Background: an optimization exercise with open tools, aiming at small area, a short achievable clock period and few clock cycles per item. Do not read the settings as production practice.
In this exercise RTL edits were held to simulation tests only and were not proved equivalent to the original.

==> run M: inputs <==
==> flow/design.v (excerpt) <==
module slot_seal (
    input  wire         clk,
    input  wire         rst,          
    input  wire         start,
    input  wire [127:0] key,
    input  wire [511:0] slot,
    input  wire [31:0]  generation,
    input  wire [15:0]  index,
    output wire         ready,
    output reg          done,
    output wire [63:0]  tag,
    output wire [31:0]  crc,
    output wire         tag_ok,
    output reg          crc_ok
);
    function [127:0] to_be(input [127:0] x);
        integer b;
        begin
            for (b = 0; b < 16; b = b + 1)
                to_be[127-8*b -: 8] = x[8*b +: 8];
        end
    endfunction
    function [79:0] to_be80(input [79:0] x);
        integer b;
        begin
            for (b = 0; b < 10; b = b + 1)
                to_be80[79-8*b -: 8] = x[8*b +: 8];
        end
    endfunction
    function [127:0] dbl(input [127:0] x);
        dbl = {x[126:0], 1'b0} ^ (x[127] ? 128'h87 : 128'h0);
    endfunction
    function [7:0] xtime(input [7:0] b);
        xtime = {b[6:0], 1'b0} ^ (b[7] ? 8'h1b : 8'h00);
    endfunction
    reg         busy;     
    reg [127:0] st;       
    reg [127:0] rk;       
    reg [127:0] k2;       
    reg [127:0] ckey;     
    reg         kvalid;   
    reg [7:0]   rc;       
    reg [2:0]   blk;      
    reg [31:0]  cst;      
    reg [31:0]  cd;       
    reg         s1, s2, s3, s4;   
    reg         b4;       
    reg         crun;     
    reg [7:0]   tag_eq;   
    assign ready = !busy;
  ...
export LEC_CHECK = 0
export CAP_MARGIN = 20
export CORE_MARGIN = 2
export CORE_UTILIZATION = 50
export PLACE_DENSITY = 0.6
export SETUP_SLACK_MARGIN = 3.25
export SLEW_MARGIN = 20
export SYNTH_HIERARCHICAL = 1
export SYNTH_MINIMUM_KEEP_SIZE = 0
create_clock -name core_clock -period 10.0 [get_ports {clk}]
standard.sh (not shown) runs the stock make flow with config.mk's settings and CLKGATE_MAP_FILE= SYNTH_SCRIPT=/design/flow/synth_recipe.tcl, a recipe that flattens the netlist after the stock synthesis.
==> flow/flow/run.sh <==
#!/bin/bash
# Layout: the standard flow (standard.sh), with every input and output
# port buffered by the smallest buffer, sky130_fd_sc_hd__buf_1, instead of
# the cell buffer_ports picks by default. Everything else is unchanged.
set -euo pipefail
export BUFFER_PORTS_ARGS="-buffer_cell sky130_fd_sc_hd__buf_1"
bash standard.sh > standard.log 2>&1
==> run R (differences from run M) <==
--- a/flow/design.v
+++ b/flow/design.v
@@ -358,18 +358,14 @@
     reg [127:0] rk;       
     reg [127:0] k2;       
     reg [127:0] ckey;     
     reg         kvalid;   
     reg [7:0]   rc;       
     reg [2:0]   blk;      
     reg [31:0]  cst;      
-    reg [31:0]  cd;       
-    reg         s1, s2, s3, s4;   
-    reg         b4;       
-    reg         crun;     
     reg [7:0]   tag_eq;   
     assign ready = !busy;
     wire         last   = (rc == 8'h36);                   
     wire         early  = !(rc == 8'h1b) && !last;          
     wire [127:0] key_be = to_be(key);
     wire         hit    = kvalid && (ckey == key);
     wire [127:0] m1     = to_be(slot[127:0]);
@@ -384,124 +380,107 @@
         .state_in (st),
         .rk_in    (rk),
         .rcon     (rc),
         .sr       (sr),
         .mc       (mc),
         .rk_out   (rk_next)
     );
-    wire [127:0] nxt = ({128{s1}} & m1) | ({128{s2}} & m2) |
-                       ({128{s3}} & m3) | ({128{s4}} & m4);
+    wire sel1 = (blk == 3'd1) &&  early;
+    wire sel2 = ((blk == 3'd1) && !early) || ((blk == 3'd2) && early);
+    wire sel3 = ((blk == 3'd2) && !early) || ((blk == 3'd3) && early);
+    wire sel4 = (blk == 3'd3) && !early;
+    wire [127:0] nxt = ({128{sel1}} & m1) | ({128{sel2}} & m2) |
+                       ({128{sel3}} & m3) | ({128{sel4}} & m4);
     wire [127:0] knx, blk_out;
     slot_xv #(128) xknx (.a(rk_next), .b(nxt), .y(knx));
     slot_xv #(128) xbo  (.a(sr), .b(knx), .y(blk_out));
     wire [63:0] last_tag;
     genvar j;
     generate
         for (j = 0; j < 8; j = j + 1) begin : g_tag
             assign tag[8*j +: 8]      = st[127-8*j -: 8];
             assign last_tag[8*j +: 8] = blk_out[127-8*j -: 8];
         end
     endgenerate
-    slot_crc_t u_crct (.t(tag), .z(cst), .y(crc));
+    slot_crc_t u_crct (.t(busy ? slot[479:416] : tag), .z(cst), .y(crc));
     reg [15:0] cword;
     always @(*) begin
-        if (b4)
-            case (rc)
-                8'h01:   cword = slot[399:384];
-                8'h02:   cword = slot[415:400];
-                8'h04:   cword = slot[431:416];
-                8'h08:   cword = slot[447:432];
-                8'h10:   cword = slot[463:448];
-                8'h20:   cword = slot[479:464];
-                default: cword = 16'h0;
-            endcase
+        if (blk == 3'd4)
+            cword = (rc == 8'h01) ? slot[399:384] :
+                    (rc == 8'h02) ? slot[415:400] : 16'h0;
         else
             case (rc)
                 8'h01:   cword = {nxt[119:112], nxt[127:120]};
                 8'h02:   cword = {nxt[103:96],  nxt[111:104]};
                 8'h04:   cword = {nxt[87:80],   nxt[95:88]};
                 8'h08:   cword = {nxt[71:64],   nxt[79:72]};
                 8'h10:   cword = {nxt[55:48],   nxt[63:56]};
                 8'h20:   cword = {nxt[39:32],   nxt[47:40]};
                 8'h40:   cword = {nxt[23:16],   nxt[31:24]};
                 default: cword = {nxt[7:0],     nxt[15:8]};
             endcase
     end
+    wire crc_run = (blk == 3'd4) ? (early && !rc[6] && !rc[7]) : ((blk != 3'd0) && early);
     wire [31:0] cst_next;
-    slot_crc_step u_crcs (.c((b4 && rc == 8'h40) ? cd : cst), .w(cword), .y(cst_next));
+    slot_crc_step u_crcs (.c(cst), .w(cword), .y(cst_next));
     wire sel_mc = busy && !last;
     wire sel_bo = busy && last && (blk != 3'd0);
     wire sel_m1 = busy ? (last && (blk == 3'd0)) : hit;
     wire [127:0] st_oth = ({128{sel_bo}} & blk_out) | ({128{sel_m1}} & m1);
     wire [127:0] st_next;
     slot_ao21 #(128) u_stmux (.a(mc), .s(sel_mc), .b(st_oth), .y(st_next));
     always @(posedge clk) begin
         st <= st_next;
         if (!busy) begin
             rk  <= key_be;
             cst <= 32'hFFFFFFFF;
         end else begin
             rk <= last ? key_be : rk_next;
-            if (crun)
+            if (crc_run)
                 cst <= cst_next;
-            if (b4 && rc == 8'h04)
-                cd <= cst;
         end
     end
     assign tag_ok = &tag_eq;
     integer b;
     always @(posedge clk) begin
         if (busy && last && blk == 3'd0) begin
             k2   <= dbl(dbl(blk_out));
             ckey <= key;
         end
-        if (b4 && rc == 8'h40)
-            crc_ok <= (~cst == slot[511:480]);
+        if (busy && blk == 3'd4 && rc == 8'h40)
+            crc_ok <= (crc == slot[511:480]);
         if (busy && blk == 3'd4 && last)
             for (b = 0; b < 8; b = b + 1)
                 tag_eq[b] <= (last_tag[8*b +: 8] == slot[416+8*b +: 8]);
     end
-    reg       busy_n;
-    reg [2:0] blk_n;
-    reg [7:0] rc_n;
-    always @(*) begin
-        busy_n = busy;
-        blk_n  = blk;
-        rc_n   = rc;
-        if (!busy) begin
-            rc_n   = 8'h01;
-            blk_n  = hit ? 3'd1 : 3'd0;
-            busy_n = start;
-        end else if (!last) begin
-            rc_n = xtime(rc);
-        end else begin
-            rc_n  = 8'h01;
-            blk_n = blk + 3'd1;
-            if (blk == 3'd4)
-                busy_n = 1'b0;
-        end
-        if (rst)
-            busy_n = 1'b0;
-    end
-    wire early_n = !(rc_n == 8'h1b) && !(rc_n == 8'h36);
     always @(posedge clk) begin
-        busy <= busy_n;
-        blk  <= blk_n;
-        rc   <= rc_n;
-        done <= !rst && busy && last && (blk == 3'd4);
-        if (rst)
+        if (rst) begin
+            busy   <= 1'b0;
+            done   <= 1'b0;
             kvalid <= 1'b0;
-        else if (busy && last && (blk == 3'd0))
-            kvalid <= 1'b1;
-        s1   <= busy_n && (blk_n == 3'd1) && early_n;
-        s2   <= busy_n && (((blk_n == 3'd1) && !early_n) || ((blk_n == 3'd2) && early_n));
-        s3   <= busy_n && (((blk_n == 3'd2) && !early_n) || ((blk_n == 3'd3) && early_n));
-        s4   <= busy_n && (blk_n == 3'd3) && !early_n;
-        b4   <= busy_n && (blk_n == 3'd4);
-        crun <= busy_n && ((blk_n == 3'd4) || ((blk_n != 3'd0) && early_n));
+        end else begin
+            done <= 1'b0;
+            if (!busy) begin
+                rc <= 8'h01;
+                blk <= hit ? 3'd1 : 3'd0;
+                if (start)
+                    busy <= 1'b1;
+            end else if (!last) begin
+                rc <= xtime(rc);
+            end else begin
+                rc <= 8'h01;
+                blk <= blk + 3'd1;
+                if (blk == 3'd0)
+                    kvalid <= 1'b1;
+                if (blk == 3'd4) begin
+                    done <= 1'b1;
+                    busy <= 1'b0;
+                end
+            end
+        end
     end
 endmodule
 module slot_crc_step (
     input  wire [31:0] c,
     input  wire [15:0] w,
     output wire [31:0] y
 );
--- a/flow/config.mk
+++ b/flow/config.mk
@@ -5,11 +5,11 @@
 export SDC_FILE = /design/flow/constraint.sdc
 export NUM_CORES = 8
 export LEC_CHECK = 0
 export CAP_MARGIN = 20
 export CORE_MARGIN = 2
 export CORE_UTILIZATION = 50
 export PLACE_DENSITY = 0.6
-export SETUP_SLACK_MARGIN = 3.25
+export SETUP_SLACK_MARGIN = 3.5
 export SLEW_MARGIN = 20
 export SYNTH_HIERARCHICAL = 1
 export SYNTH_MINIMUM_KEEP_SIZE = 0
==> run H (differences from run M) <==
--- a/flow/design.v
+++ b/flow/design.v
@@ -358,18 +358,14 @@
     reg [127:0] rk;       
     reg [127:0] k2;       
     reg [127:0] ckey;     
     reg         kvalid;   
     reg [7:0]   rc;       
     reg [2:0]   blk;      
     reg [31:0]  cst;      
-    reg [31:0]  cd;       
-    reg         s1, s2, s3, s4;   
-    reg         b4;       
-    reg         crun;     
     reg [7:0]   tag_eq;   
     assign ready = !busy;
     wire         last   = (rc == 8'h36);                   
     wire         early  = !(rc == 8'h1b) && !last;          
     wire [127:0] key_be = to_be(key);
     wire         hit    = kvalid && (ckey == key);
     wire [127:0] m1     = to_be(slot[127:0]);
@@ -384,124 +380,107 @@
         .state_in (st),
         .rk_in    (rk),
         .rcon     (rc),
         .sr       (sr),
         .mc       (mc),
         .rk_out   (rk_next)
     );
-    wire [127:0] nxt = ({128{s1}} & m1) | ({128{s2}} & m2) |
-                       ({128{s3}} & m3) | ({128{s4}} & m4);
+    wire sel1 = (blk == 3'd1) &&  early;
+    wire sel2 = ((blk == 3'd1) && !early) || ((blk == 3'd2) && early);
+    wire sel3 = ((blk == 3'd2) && !early) || ((blk == 3'd3) && early);
+    wire sel4 = (blk == 3'd3) && !early;
+    wire [127:0] nxt = ({128{sel1}} & m1) | ({128{sel2}} & m2) |
+                       ({128{sel3}} & m3) | ({128{sel4}} & m4);
     wire [127:0] knx, blk_out;
     slot_xv #(128) xknx (.a(rk_next), .b(nxt), .y(knx));
     slot_xv #(128) xbo  (.a(sr), .b(knx), .y(blk_out));
     wire [63:0] last_tag;
     genvar j;
     generate
         for (j = 0; j < 8; j = j + 1) begin : g_tag
             assign tag[8*j +: 8]      = st[127-8*j -: 8];
             assign last_tag[8*j +: 8] = blk_out[127-8*j -: 8];
         end
     endgenerate
-    slot_crc_t u_crct (.t(tag), .z(cst), .y(crc));
+    slot_crc_t u_crct (.t(busy ? slot[479:416] : tag), .z(cst), .y(crc));
     reg [15:0] cword;
     always @(*) begin
-        if (b4)
-            case (rc)
-                8'h01:   cword = slot[399:384];
-                8'h02:   cword = slot[415:400];
-                8'h04:   cword = slot[431:416];
-                8'h08:   cword = slot[447:432];
-                8'h10:   cword = slot[463:448];
-                8'h20:   cword = slot[479:464];
-                default: cword = 16'h0;
-            endcase
+        if (blk == 3'd4)
+            cword = (rc == 8'h01) ? slot[399:384] :
+                    (rc == 8'h02) ? slot[415:400] : 16'h0;
         else
             case (rc)
                 8'h01:   cword = {nxt[119:112], nxt[127:120]};
                 8'h02:   cword = {nxt[103:96],  nxt[111:104]};
                 8'h04:   cword = {nxt[87:80],   nxt[95:88]};
                 8'h08:   cword = {nxt[71:64],   nxt[79:72]};
                 8'h10:   cword = {nxt[55:48],   nxt[63:56]};
                 8'h20:   cword = {nxt[39:32],   nxt[47:40]};
                 8'h40:   cword = {nxt[23:16],   nxt[31:24]};
                 default: cword = {nxt[7:0],     nxt[15:8]};
             endcase
     end
+    wire crc_run = (blk == 3'd4) ? (early && !rc[6] && !rc[7]) : ((blk != 3'd0) && early);
     wire [31:0] cst_next;
-    slot_crc_step u_crcs (.c((b4 && rc == 8'h40) ? cd : cst), .w(cword), .y(cst_next));
+    slot_crc_step u_crcs (.c(cst), .w(cword), .y(cst_next));
     wire sel_mc = busy && !last;
     wire sel_bo = busy && last && (blk != 3'd0);
     wire sel_m1 = busy ? (last && (blk == 3'd0)) : hit;
     wire [127:0] st_oth = ({128{sel_bo}} & blk_out) | ({128{sel_m1}} & m1);
     wire [127:0] st_next;
     slot_ao21 #(128) u_stmux (.a(mc), .s(sel_mc), .b(st_oth), .y(st_next));
     always @(posedge clk) begin
         st <= st_next;
         if (!busy) begin
             rk  <= key_be;
             cst <= 32'hFFFFFFFF;
         end else begin
             rk <= last ? key_be : rk_next;
-            if (crun)
+            if (crc_run)
                 cst <= cst_next;
-            if (b4 && rc == 8'h04)
-                cd <= cst;
         end
     end
     assign tag_ok = &tag_eq;
     integer b;
     always @(posedge clk) begin
         if (busy && last && blk == 3'd0) begin
             k2   <= dbl(dbl(blk_out));
             ckey <= key;
         end
-        if (b4 && rc == 8'h40)
-            crc_ok <= (~cst == slot[511:480]);
+        if (busy && blk == 3'd4 && rc == 8'h40)
+            crc_ok <= (crc == slot[511:480]);
         if (busy && blk == 3'd4 && last)
             for (b = 0; b < 8; b = b + 1)
                 tag_eq[b] <= (last_tag[8*b +: 8] == slot[416+8*b +: 8]);
     end
-    reg       busy_n;
-    reg [2:0] blk_n;
-    reg [7:0] rc_n;
-    always @(*) begin
-        busy_n = busy;
-        blk_n  = blk;
-        rc_n   = rc;
-        if (!busy) begin
-            rc_n   = 8'h01;
-            blk_n  = hit ? 3'd1 : 3'd0;
-            busy_n = start;
-        end else if (!last) begin
-            rc_n = xtime(rc);
-        end else begin
-            rc_n  = 8'h01;
-            blk_n = blk + 3'd1;
-            if (blk == 3'd4)
-                busy_n = 1'b0;
-        end
-        if (rst)
-            busy_n = 1'b0;
-    end
-    wire early_n = !(rc_n == 8'h1b) && !(rc_n == 8'h36);
     always @(posedge clk) begin
-        busy <= busy_n;
-        blk  <= blk_n;
-        rc   <= rc_n;
-        done <= !rst && busy && last && (blk == 3'd4);
-        if (rst)
+        if (rst) begin
+            busy   <= 1'b0;
+            done   <= 1'b0;
             kvalid <= 1'b0;
-        else if (busy && last && (blk == 3'd0))
-            kvalid <= 1'b1;
-        s1   <= busy_n && (blk_n == 3'd1) && early_n;
-        s2   <= busy_n && (((blk_n == 3'd1) && !early_n) || ((blk_n == 3'd2) && early_n));
-        s3   <= busy_n && (((blk_n == 3'd2) && !early_n) || ((blk_n == 3'd3) && early_n));
-        s4   <= busy_n && (blk_n == 3'd3) && !early_n;
-        b4   <= busy_n && (blk_n == 3'd4);
-        crun <= busy_n && ((blk_n == 3'd4) || ((blk_n != 3'd0) && early_n));
+        end else begin
+            done <= 1'b0;
+            if (!busy) begin
+                rc <= 8'h01;
+                blk <= hit ? 3'd1 : 3'd0;
+                if (start)
+                    busy <= 1'b1;
+            end else if (!last) begin
+                rc <= xtime(rc);
+            end else begin
+                rc <= 8'h01;
+                blk <= blk + 3'd1;
+                if (blk == 3'd0)
+                    kvalid <= 1'b1;
+                if (blk == 3'd4) begin
+                    done <= 1'b1;
+                    busy <= 1'b0;
+                end
+            end
+        end
     end
 endmodule
 module slot_crc_step (
     input  wire [31:0] c,
     input  wire [15:0] w,
     output wire [31:0] y
 );
==> qor summary <==
Status: run H timing/DRC/antenna clean; run R timing/DRC/antenna clean; run M timing/DRC/antenna clean
Tap cells: run H 1662; run R 1662; run M 1650
Kind of start point of the critical path: run H flip-flop; run R primary input; run M flip-flop
Share of cell area taken by muxes after synthesis: run H 2.83%; run R 2.83%; run M 1.13%
Clock insertion delay at the later pin of the skew report: run H 0.72 ns; run R 0.72 ns; run M 0.73 ns
Via count of the first global-routing pass: run H 55200; run R 55600; run M 52500
Count of unique library cells instantiated by Yosys: run H 66; run R 66; run M 52
Number of antenna violations at the first check in global routing: run H 57; run R 65; run M 34
First-pass iteration count of the detailed router: run H 8; run R 10; run M 6
Total number of vias: run H 59400; run R 60100; run M 55400
Final Cycle Share: run H 68.9%; run R 65.5%; run M 66.3%
Fin area: run H 73800 µm²; run R 77400 µm²; run M 72000 µm²
Fraction of synthesized cell area in xor and xnor cells: run H 49.5%; run R 49.5%; run M 50.3%
Final core utilization: run H 58.0%; run R 60.8%; run M 57.4%
Multi-In Gates: run H 6162; run R 6163; run M 5919
Metal1 wirelength: run H 130000 µm; run R 131000 µm; run M 119000 µm
Global-route wire length before repair: run H 452000 µm; run R 455000 µm; run M 417000 µm
Testbench counts of run M, summed over its fixed seeds: cycles 54,118, items 1,280.
Testbench counts of run R, summed over its fixed seeds: cycles 54,118, items 1,280.
Testbench counts of run H, summed over its fixed seeds: cycles 54,118, items 1,280.

what the ideal ports hide:
The flow's constraints put no driver on any port. The routed layouts listed below were extracted and timed again, unchanged, in two steps. Step 1: set_driving_cell puts a clkbuf_16 on clk and a buf_2 on each other input, an assumption about the parent block. Step 2 times the ports against the registers' clock, not the clock port: input delays grow and output delays shrink by t, the midpoint of the rising clock arrivals with the driver on. Slacks: ideal / step 1 / step 2; pairs: ideal / step 1.
run	t (ns)	setup slack, ns	worst setup path at the end	latest minus earliest clock arrival (ns)
run M	0.796	3.366 / 3.366 / 2.736	input to register	0.044 / 0.043
run R	0.788	3.452 / 3.416 / 3.219	input to register	0.047 / 0.047
run H	0.791	3.107 / 3.090 / 3.090	input to output	0.044 / 0.045
After both steps every run listed still meets setup and hold. The setup slack of run M, which loses most, moves by 0.000 ns with the drivers and by -0.630 ns with both steps.
